From an optimization exercise on the open Yosys and OpenROAD flow, aimed at small area and a short achievable clock period; shortcuts taken in it are not production practice.
Only simulation tests tie the RTL to the original design; equivalence was not proved.
Power is estimated from default activity; no workload was simulated.

==> flow/design.v, too long to show whole: its modules and the start of the top module <==
// module red_ew_alu: 831 lines
module red_ew_alu (
    input  wire        clk,
    input  wire        rst,        
    input  wire        in_valid,
    input  wire [7:0]  op,
    input  wire [23:0] p0,
    input  wire [23:0] p1,
    input  wire [23:0] p2,
    input  wire [23:0] a,
    input  wire        a_ok,
    input  wire [23:0] b,
    input  wire        b_ok,
    input  wire [23:0] c,
    input  wire        c_ok,
    output reg         out_valid,
    output reg  [23:0] y,
    output reg         y_ok,
    output reg         nsat
);
  // ...
==> flow/flow/run.sh <==
#!/bin/bash
set -euo pipefail
DU=$(make -s -C "$FLOW_HOME" DESIGN_CONFIG="$PWD/config.mk" print-DONT_USE_CELLS 2>make_print.log | sed -n 's/^DONT_USE_CELLS: //p')
case "$DU" in
  *sky130_fd_sc_hd__probe_p_8*) ;;
  *) echo "could not read the platform's DONT_USE_CELLS" >&2; exit 1 ;;
esac
DU="$DU sky130_fd_sc_hd__clkdlybuf4s15_1 sky130_fd_sc_hd__clkdlybuf4s15_2 sky130_fd_sc_hd__clkdlybuf4s18_1 sky130_fd_sc_hd__clkdlybuf4s18_2 sky130_fd_sc_hd__clkdlybuf4s25_1 sky130_fd_sc_hd__clkdlybuf4s25_2 sky130_fd_sc_hd__clkdlybuf4s50_1 sky130_fd_sc_hd__clkdlybuf4s50_2"
echo "DONT_USE_CELLS=$DU" > dont_use.txt
bash standard.sh SETUP_SLACK_MARGIN=9 "DONT_USE_CELLS=$DU" finish > standard.log 2>&1
==> flow/standard.sh <==
#!/bin/bash
# synth_recipe.tcl (not shown) runs the flow's synth.tcl, then flattens the netlist and writes it again
# the make line also repeats each setting of config.mk as NAME=value (left out here)
make -C /OpenROAD-flow-scripts/flow DESIGN_CONFIG=/design/flow/config.mk WORK_HOME=/design/flow/orfs CLKGATE_MAP_FILE= SYNTH_SCRIPT=/design/flow/synth_recipe.tcl "${@:-finish}"
==> flow/config.mk <==
export PLATFORM = sky130hd
export DESIGN_NAME = red_ew_alu
export DESIGN_NICKNAME = red_ew_alu
export VERILOG_FILES = /design/flow/design.v
export SDC_FILE = /design/flow/constraint.sdc
export NUM_CORES = 4
export LEC_CHECK = 0
export ABC_AREA = 1
export CAP_MARGIN = 20
export CORE_MARGIN = 2
export CORE_UTILIZATION = 40
export CTS_CLUSTER_DIAMETER = 80
export CTS_CLUSTER_SIZE = 20
export SLEW_MARGIN = 20
==> flow/constraint.sdc <==
create_clock -name core_clock -period 13.0 [get_ports {clk}]
set_input_delay 2.6000 -clock core_clock [delete_from_list [all_inputs] [get_ports {clk}]]
set_output_delay 2.6000 -clock core_clock [all_outputs]
set_load 0.01 [all_outputs]
==> run_results.csv, run 1 <==
group,metric,value,unit
pwr,powerComb,4.54,mW
pwr,power.internal,3.07,mW
critical_path,crit_cells,12,
critical_path,critPathRequiredTime,13420,ps
yosys,ys_seq_elements,300,
global_routing,grtUsageTotal,0.268,
final_layout,fin_util,0.458,
placed_design,post-place-ws,7100,ps
critical_path,worstPathMaxFanout,12,
pwr,p_clk_frac,0.111,
placed_design,place_area,31400,um2
drt,firstDrtPassIters,6,
pwr,power_clock,732,uW
yosys,synthSimpleGateAreaFrac,0.220,
critical_path,cp_slowest_cell,"fa_1",
drt,wl_met1,45.4,mm
drt,wire_per_inst,20.4,um
critical_path,crit_buf_inv,2,
global_routing,grt_pass1_wl,162,mm
run_status,outcome,"finished clean",
yosys,syn_area,30200,um2
placed_design,portBuffers,161,
critical_path,critPathLaunchType,"flip-flop",
drt,via_count,29500,
yosys,synth_top_family_by_area,"simple AND/OR/NAND/NOR gates",
drt,wirelength,109,mm
pwr,pg_seq,1.32,mW
pwr,irDropWorstVdd,0.114,mV
timing,finalHoldViolCount,0,
final_layout,seq_area,6090,um2
==> inputs of run 2 (changes only) <==
--- a/flow/design.v
+++ b/flow/design.v
@@ -38,67 +38,69 @@
     reg         ok_0;
     always @(*) begin
         ok_0 = a_ok & b_ok;
         if (is_scale | is_abs | is_clamp | is_not)
             ok_0 = a_ok;
         if (is_sel)
             ok_0 = c_ok & (c_nz ? a_ok : b_ok);
         m_0 = (is_scale | is_clamp) ? p0 : is_mul ? b : {{23{is_abs & a[23]}}, 1'b1};
-        yy_0 = (is_scale | is_clamp) ? p1 : (is_mul | is_abs) ? 24'd0 : b;
+        yy_0 = (is_scale | is_clamp) ? p1 : b;
         sh_0 = is_scale ? p2[4:0] : is_mul ? p0[4:0] : 5'd0;
     end
     wire en_0   = is_add | is_sub | is_scale | is_mul | is_abs;   
     wire inv_0  = is_sub;                    
     wire selx_0 = is_sel & c_nz;             
-    wire cl_0   = is_clamp;
-    wire cv_0   = is_min | is_max | is_cmp;  
-    wire bl_0   = is_and | is_or | is_not;   
-    reg  [5:0] ct_0;
-    always @(*) begin
-        ct_0 = 6'd0;
-        if (is_min)      ct_0 = {2'd2, 2'd3, 2'd3};
-        else if (is_max) ct_0 = {2'd3, 2'd2, 2'd2};
-        else if (is_and) ct_0 = 6'b00_1000;
-        else if (is_or)  ct_0 = 6'b00_1110;
-        else if (is_not) ct_0 = 6'b00_0011;
-        else case (p0[2:0])
-            3'd0:    ct_0 = {2'd0, 2'd1, 2'd0};
-            3'd1:    ct_0 = {2'd1, 2'd0, 2'd1};
-            3'd2:    ct_0 = {2'd1, 2'd0, 2'd0};
-            3'd3:    ct_0 = {2'd1, 2'd1, 2'd0};
-            3'd4:    ct_0 = {2'd0, 2'd0, 2'd1};
-            default: ct_0 = {2'd0, 2'd1, 2'd1};
-        endcase
-    end
+    wire yz_0   = is_mul | is_abs;           
+    wire [3:0] opc_0 = opc;                  
+    wire [2:0] rel_0 = p0[2:0];              
     reg  [23:0] x_1;
     reg  [23:0] m_1;
     reg  [23:0] yy_1;
     reg  [4:0] sh_1;
     reg  ok_1;
     reg  en_1;
     reg  inv_1;
+    reg  yz_1;
     reg  selx_1;
-    reg  cl_1;
-    reg  cv_1;
-    reg  bl_1;
-    reg  [5:0] ct_1;
+    reg  [3:0] opc_1;
+    reg  [2:0] rel_1;
     always @(posedge clk) begin
         x_1 <= x_0;
         m_1 <= m_0;
         yy_1 <= yy_0;
         sh_1 <= sh_0;
         ok_1 <= ok_0;
         en_1 <= en_0;
         inv_1 <= inv_0;
+        yz_1 <= yz_0;
         selx_1 <= selx_0;
-        cl_1 <= cl_0;
-        cv_1 <= cv_0;
-        bl_1 <= bl_0;
-        ct_1 <= ct_0;
+        opc_1 <= opc_0;
+        rel_1 <= rel_0;
+    end
+    wire cl_1 = opc_1 == 4'h5;                                     
+    wire cv_1 = (opc_1 == 4'h6) | (opc_1 == 4'h7) | (opc_1 == 4'h9);    
+    wire bl_1 = (opc_1 == 4'hA) | (opc_1 == 4'hB) | (opc_1 == 4'hC);    
+    reg  [5:0] ct_1;
+    always @(*) begin
+        case (opc_1)
+            4'h6:    ct_1 = {2'd2, 2'd3, 2'd3};
+            4'h7:    ct_1 = {2'd3, 2'd2, 2'd2};
+            4'hA:    ct_1 = 6'b00_1000;
+            4'hB:    ct_1 = 6'b00_1110;
+            4'hC:    ct_1 = 6'b00_0011;
+            default: case (rel_1)
+                3'd0:    ct_1 = {2'd0, 2'd1, 2'd0};
+                3'd1:    ct_1 = {2'd1, 2'd0, 2'd1};
+                3'd2:    ct_1 = {2'd1, 2'd0, 2'd0};
+                3'd3:    ct_1 = {2'd1, 2'd1, 2'd0};
+                3'd4:    ct_1 = {2'd0, 2'd0, 2'd1};
+                default: ct_1 = {2'd0, 2'd1, 2'd1};
+            endcase
+        endcase
     end
     wire signed [23:0] xs_1 = x_1;
     wire signed [23:0] ms_1 = m_1;
     wire signed [23:0] ys_1 = yy_1;
     wire lt_lo = xs_1 < ms_1;     
     wire lt_ab = xs_1 < ys_1;     
     wire eq_ab = x_1 == yy_1;
     wire [1:0] cc = lt_ab ? ct_1[5:4] : eq_ab ? ct_1[3:2] : ct_1[1:0];
@@ -109,17 +111,17 @@
             yp_1 = lt_lo ? m_1 : (!lt_ab && !eq_ab) ? yy_1 : x_1;
         else if (cv_1)
             yp_1 = cc[1] ? (cc[0] ? yy_1 : x_1) : {23'd0, cc[0]};
         else if (bl_1)
             yp_1 = {23'd0, bt};
         else if (selx_1)
             yp_1 = x_1;
         else
-            yp_1 = yy_1 ^ {24{inv_1}};
+            yp_1 = (yy_1 & {24{~yz_1}}) ^ {24{inv_1}};
     end
     wire [23:0] xg = x_1 & {24{en_1}};
     wire [24:0] xe = {xg[23], xg};
     wire [11:0] bneg, bone, btwo;
     wire [24:0] pp0;
     assign bneg[0] = m_1[1];
     assign bone[0] = m_1[0] ^ 1'b0;
     assign btwo[0] = (m_1[1] & ~m_1[0] & ~1'b0) | (~m_1[1] & m_1[0] & 1'b0);
==> run 2 against run 1 <==
Effect of this change:
- largest cell class unchanged
- non-clock buffer count grew 13
- via count is 0.86% higher
- first-iteration DRC count rose by 8.5%
- final cell count grew 0.45%
- hold slack improved by 17 ps
- sequential power about the same
- still clean
- sequential share of layout area shrank 0.26 points
- synthesized cell count barely moved
- flip-flop and latch count is 1 lower
- register-to-register slack improved by 20 ps
- utilization is 0.14 points lower
==> run_results.csv, run 2 <==
group,metric,value,unit
drt,wirelength,111,mm
pwr,powerDensity,193,nW/um2
yosys,ys_types,64,
critical_path,cp.arrival,4540,ps
cts,clkLatencyLatePin,580,ps
drt,drc,0,
placed_design,dp_hpwl,83.7,mm
hold_path,worstHoldEndpoint,"yp_4[17]",
critical_path,reg2reg_depth,13,
die,num_rows,101,
critical_path,crit_path_frequent_cell,"fa_1",
critical_path,slowest_delay,570,ps
global_routing,grt_pass1_wl,165,mm
yosys,synth_warnings,1,
die,core_area,75600,um2
yosys,synthTopCellsByArea,"dfxtp_1 20%, fa_1 15%, nand2_1 12%",
run_status,outcome,"finished clean",
timing,tightest_slew,1190,ps
die,die_w,280,um
yosys,synthSimpleGateAreaFrac,0.223,
yosys,postSynthAreaPerCell,7.18,um2
timing,tns,0,ps
final_layout,reg_top3,"csa_c_2 x47, csa_s_2 x47",
pwr,p_leak,16.4,nW
cts,cts_buffers,24,
drt,first_iter_violations,3131,
cts,cts.sinks,299,
cts,cts_root_buf,"clkbuf_16",
drt,via_count,29700,
yosys,synth_top_family_by_area,"simple AND/OR/NAND/NOR gates",
yosys,synth.largest_area_cell,"dfxtp_1",
critical_path,timing.rr.end,"csa_s_2[27]",
pwr,comb_power_share,0.687,
final_layout,fin_nets,4916,
cts,cts_tree,"done",
critical_path,worstPathMaxFanout,12,
yosys,synthAdderAreaFrac,0.214,
yosys,synth.most_common_cell,"nand2_1",
timing,finalCritPeriodShare,0.312,
drt,wire_per_inst,20.7,um
placed_design,gp_congestion,1.00,
pwr,p_sw_frac,0.531,
final_layout,fillers,7642,
yosys,synthMuxAreaShare,0.00198,
drt,firstDrtPassIters,8,
hold_path,whs_path_depth,0,
yosys,syn-num-nets,4770,
final_layout,syn_to_final_growth,13.6,%
timing,grt_setup_unrepaired,"yes",
cts,htree_num_levels,1,
yosys,syn_area,30400,um2
critical_path,timing.rr.start,"m_1[1]",
drt,ant_nets,0,
pwr,p_clk_frac,0.118,
critical_path,r2r_setup_slack,8940,ps
yosys,syn-instance-count,4230,
final_layout,final_common_cell,"nand2_1",
timing,min_period,4060,ps
timing,maxSlewHeadroom,0.206,
final_layout,mostFrequentLayoutCells,"887 x nand2_1, 541 x inv_1, 310 x nand3_1",
pwr,seq_power_share,0.195,
critical_path,critPathLaunchType,"flip-flop",
yosys,yosys-top-cells-count,"932 x nand2_1, 548 x inv_1, 310 x nand3_1",
timing,slew_violations,0,
die,die_area,78100,um2
pwr,irDropWorstVdd,0.122,mV
timing,setup_violations,0,
global_routing,overflow,0,
die,die_h,280,um
die,pin_count,185,
critical_path,worstSetupEndpointType,"flip-flop",
yosys,yosysSeqAreaShare,0.197,
cts,clock_path_buffers,3,
placed_design,portBuffers,161,
pwr,switching_power,3.54,mW
critical_path,cp_slowest_cell,"fa_2",
cts,path_clk_slew,70,ps
cts,cts_hold_buf,0,
yosys,ys_seq_elements,299,
yosys,synth_top_area_share,0.197,
hold_path,hold_path.startpoint,"yp_2[17]",
yosys,async_reset_ff_frac,0,
pwr,power.internal,3.13,mW
critical_path,crit_chain,"buf_12 > nand2_2 > nand2_1 > o21ai_4 > buf_2 > o22ai_1 > xor2_1 > fa_1 > fa_1 > fa_1 > fa_1 > inv_1 > fa_2",
pwr,p_total,6.67,mW
global_routing,antenna_found_initial,7,
final_layout,drive_gt1_frac,0.103,
die,initial_core_util,0.402,
hold_path,hp-class,"flip-flop to flip-flop",
yosys,synth_edf_count,0,
job,cap_violations,0,
yosys,synth_ff_type,"dfxtp_1",
timing,fin_skew,32.6,ps
drt,via_per_inst,5.54,
yosys,synth_compound_area_frac,0.159,
global_routing,grt_start_max_net_pins,50,
yosys,synth-xor-area-share,0.0993,
global_routing,grtUsageTotal,0.273,
critical_path,setup.worst_path.class,"flip-flop to flip-flop",
timing,finalHoldViolCount,0,
timing,max_freq,0.247,GHz
critical_path,critPathRequiredTime,13490,ps
global_routing,grt_pass1_vias,28000,
## run 2: cell types whose count changed in the layout (fill, tap and decap cells not counted), moves of 12 or more
| cell | previous run | this run |
|---|---|---|
| inv_1 | 591 | 541 |
| o21ai_0 | 176 | 215 |
| xor2_1 | 328 | 306 |
| nor2_1 | 189 | 171 |
| o211ai_1 | 38 | 53 |
| nand2_1 | 874 | 887 |
| a21oi_1 | 148 | 136 |
| buf_6 | 24 | 12 |
## run 2: worst max path at each step
| stage | startpoint | end | depth (start not counted) |
|---|---|---|---|
| final | m_1[1] | csa_s_2[27] | 13 |
| after global placement | m_1[7] | csa_s_2[25] | 12 |
| after floorplan | m_1[3] | csa_s_2[24] | 12 |
| after global routing | en_1 | csa_s_2[27] | 13 |
| after CTS | en_1 | csa_s_2[25] | 11 |
| after detailed placement | m_1[11] | csa_s_2[29] | 15 |
## run 2: cell type report
| cell class | instances | area [um2] | share of cell area |
|---|---|---|---|
| tap | 978 | 1220 | 0.0355 |
| clock inverter | 13 | 203 | 0.00588 |
| timing repair inverter | 1 | 7.51 | 0.000218 |
| multi-input combinational | 3107 | 22000 | 0.637 |
| clock buffer | 26 | 628 | 0.0182 |
| inverter | 586 | 2280 | 0.0662 |
| antenna | 1 | 2.50 | 0.0000726 |
| sequential | 299 | 6050 | 0.175 |
| timing repair buffer | 357 | 2110 | 0.0611 |
## run 2: per-stage QoR
step / area, um2 / hold WS (ps) / setup WS, ps / utilization / cells
detailed placement: 31600 / 312 / 7420 / 0.418 / 5205
floorplan: 30400 / 310 / 9000 / - / 4230
CTS: 33500 / 331 / 8960 / 0.443 / 5286
finish: 34500 / 331 / 8940 / 0.456 / 5368
global route: 34500 / 338 / 8880 / 0.456 / 5367
global placement: 31500 / 312 / 7380 / 0.417 / 5203
## run 2: power by group through the flow
stage / combinational (mW) / clock (mW) / sequential (mW)
after global routing: 5.13 / 0.841 / 1.32
after CTS: 4.45 / 0.809 / 1.30
after global placement: 4.36 / 0 / 1.32
after detailed placement: 4.39 / 0 / 1.32
after floorplan: 3.12 / 0 / 1.29
final: 4.58 / 0.788 / 1.30
## run 2: timing repair
item	4_1_cts	5_1_grt
endpoints found under the setup margin	145	70
resized for setup	258	148
gates cloned	5	8
endpoints found under the hold margin	0	0
pin swaps	10	36
setup buffers	37	73
## run 2: critical path: cells and delay by family, from the launching register on
kind	cells	cell delay, ps
adder cells (fa/ha/maj)	5	2450
flip-flops	1	410
buffers and inverters	3	370
XOR/XNOR	1	230
AO/OA/AOI/OAI	2	280
AND/OR/NAND/NOR	2	240
## run 2: cell families (layout without fill, tap and decap cells)
| kind of cell | count (synthesis) | count (layout) |
|---|---|---|
| compound gates | 803 | 803 |
| xor+xnor | 342 | 343 |
| fa+ha+maj | 382 | 382 |
| buf+inv | 828 | 983 |
| flops | 299 | 299 |
| mux | 6 | 6 |
| other cells | 0 | 1 |
| simple gates | 1570 | 1573 |
## run 2: per-layer routing
metal	track usage	vias to the layer above	part of all wire
li1	-	14100	-
met1	0.362	13800	0.42
met2	0.439	1499	0.44
met3	0.0451	340	0.086
met4	0.115	8	0.055
met5	0.00500	-	0.00086

## port drivers added, routing unchanged
How much do the figures lean on ideal ports? The routed layouts below were timed once more, with nothing changed but the port constraints.
Step 1 sets driving cells, clkbuf_16 on the clock port and buf_2 on the other inputs (assumed; they add their load-dependent delay and slew).
Step 2 moves the port delays by t, midway between the first and last clock arrival at a register: inputs arrive t later, outputs are due t later. That takes back most of the time a late clock gives input paths.
Slacks: no drivers / after step 1 / after step 2; pairs: no drivers / after step 1.
| run | shift t [ns] | slack for setup (ns) | hold slack, ns | slew at the worst register clock pin (ns) | pins driven straight from the clock port |
|---|---|---|---|---|---|
| run 1 | 0.627 | 8.923 / 8.923 / 8.555 | 0.314 / 0.314 / 0.314 | 0.08 / 0.08 | 1 |
| run 2 | 0.625 | 8.944 / 8.944 / 8.526 | 0.331 / 0.331 / 0.331 | 0.09 / 0.09 | 1 |
After both steps setup and hold are still met in every run listed. The setup slack of run 2, which loses most, moves by 0.000 ns with the drivers and by -0.418 ns with both steps.
